Context: an optimization exercise on an open-source flow, tuned for small area. The choices shown serve that exercise and are no tape-out recipe. The RTL was checked by simulation tests, not by an equivalence proof against the original design. Power figures rest on the tool's default switching activity, not on a simulated workload.

## flt_chain
module flt_chain (
    input  wire         clk,
    input  wire         rst,
    input  wire         in_valid,
    input  wire         in_restart,    
    input  wire         in_apply,      
    input  wire         in_g,
    input  wire [19:0]  in_value,
    input  wire [1:0]   cfg_rank,
    input  wire [2:0]   cfg_k,
    input  wire [1:0]   cfg_form,
    input  wire [4:0]   cfg_ntap,
    input  wire [4:0]   cfg_ref,
    input  wire [2:0]   cfg_dec,
    input  wire [287:0] cfg_coef,      
    input  wire [1:0]   cfg_dir,
    input  wire [19:0]  cfg_level,
    input  wire [18:0]  cfg_hyst,
    output reg          out_valid,
    output reg          out_g,
    output reg  [19:0]  out_value,
    output reg          out_blank,
    output reg          ev_valid,
    output reg          ev_falling,
    output reg  [31:0]  event_count,
    output reg  [31:0]  clip_count,
    output reg          sticky_clip,
    output reg          sticky_badset
);
For scale: about 9800 cells after synthesis, roughly 470 I/O pins, ~0.093 sq mm of cells after synthesis.
==> flow/config.mk <==
export PLATFORM = sky130hd
export DESIGN_NAME = flt_chain
export DESIGN_NICKNAME = flt_chain
export VERILOG_FILES = /design/flow/design.v
export SDC_FILE = /design/flow/constraint.sdc
export NUM_CORES = 4
export LEC_CHECK = 0
export ABC_AREA = 1
export CAP_MARGIN = 15
export CORE_MARGIN = 2
export CORE_UTILIZATION = 45
export CTS_BUF_LIST = sky130_fd_sc_hd__clkbuf_4 sky130_fd_sc_hd__clkbuf_8
export SLEW_MARGIN = 15
==> flow/constraint.sdc <==
create_clock -name core_clock -period 25.0 [get_ports {clk}]
set_input_delay 5.0000 -clock core_clock [delete_from_list [all_inputs] [get_ports {clk}]]
set_output_delay 5.0000 -clock core_clock [all_outputs]
set_load 0.01 [all_outputs]
standard.sh (not shown) runs the stock make flow with config.mk's settings and CLKGATE_MAP_FILE= SYNTH_SCRIPT=/design/flow/synth_recipe.tcl, a recipe that flattens the netlist after the stock synthesis.
==> flow/flow/run.sh <==
#!/bin/bash
# The standard layout (standard.sh: ORFS synthesis to final layout) with the
# port buffers that global placement adds made of the smallest buffer cell
# instead of the cell buffer_ports picks by itself.  make's full output goes
# to flow_make.log here; ORFS keeps each step's log under orfs/logs/.
set -euo pipefail
export BUFFER_PORTS_ARGS="-buffer_cell sky130_fd_sc_hd__buf_1"
bash standard.sh finish > flow_make.log 2>&1
The first run finished clean.
Change:
==> flow/flow/run.sh (replaced) <==
#!/bin/bash
# The standard layout (standard.sh), with two changes:
#  - synthesis is synth_recipe.tcl run through flow/synth_wrap.tcl, which only
#    swaps the ABC mapping script for flow/abc_area2.script;
#  - the port buffers that global placement adds use the smallest buffer
#    cell instead of the cell buffer_ports picks by itself.
# make's full output goes to flow_make.log here; ORFS keeps each step's log
# under orfs/logs/.
set -euo pipefail
export FLOW_WORK="$PWD"
export BUFFER_PORTS_ARGS="-buffer_cell sky130_fd_sc_hd__buf_1"
sed "s#SYNTH_SCRIPT=[^ ]*#SYNTH_SCRIPT=$PWD/flow/synth_wrap.tcl#" standard.sh > my_standard.sh
grep -q "SYNTH_SCRIPT=$PWD/flow/synth_wrap.tcl" my_standard.sh
bash my_standard.sh finish > flow_make.log 2>&1
==> flow/flow/abc_area2.script (new file) <==
strash
dc2
dch -f
amap
strash
dch -f
amap
topo
stime -c
buffer -c
upsize -c
dnsize -c
==> flow/flow/synth_wrap.tcl (new file) <==
# The standard synthesis (synth_recipe.tcl) with one change: the ABC
# technology mapping runs flow/abc_area2.script, an area-oriented script
# (two rounds of dc2/dch/amap, then buffering and sizing), in place of the
# script ORFS picks.  Registers are mapped before ABC runs and are the same.
proc abc {args} {
  set i [lsearch $args -script]
  if {$i >= 0} {
    set args [lreplace $args $i [expr {$i + 1}] -script $::env(FLOW_WORK)/flow/abc_area2.script]
  }
  yosys abc {*}$args
}
source $::env(FLOW_WORK)/synth_recipe.tcl
Effect: Worst setup slack loses 21 ps. Power fell by 1.8%. Maximum frequency barely changes. Wire length stays flat. Synthesized cell count falls by about 3%. Utilization barely changes. Non-clock buffer count fell by 9.

afterwards: timing with drivers on the ports:
The results above use ideal ports. As a check the final layouts listed here were re-extracted and re-timed, cells and wires unchanged. Step 1, drivers: a clkbuf_16 drives clk and a buf_2 each remaining input, both assumed. Step 2 moves the port delays by t, midway between the first and last clock arrival at a register: inputs arrive t later, outputs are due t later. That takes back most of the time a late clock gives input paths. Slacks: no drivers / after step 1 / after step 2; pairs: no drivers / after step 1.
run | t, ns | slack for setup (ns) | pins driven straight from the clock port
the first run | 1.143 | 0.572 / 0.572 / 0.572 | 1
the second run | 1.069 | 0.551 / 0.551 / 0.551 | 1
After both steps every run listed still meets setup and hold.
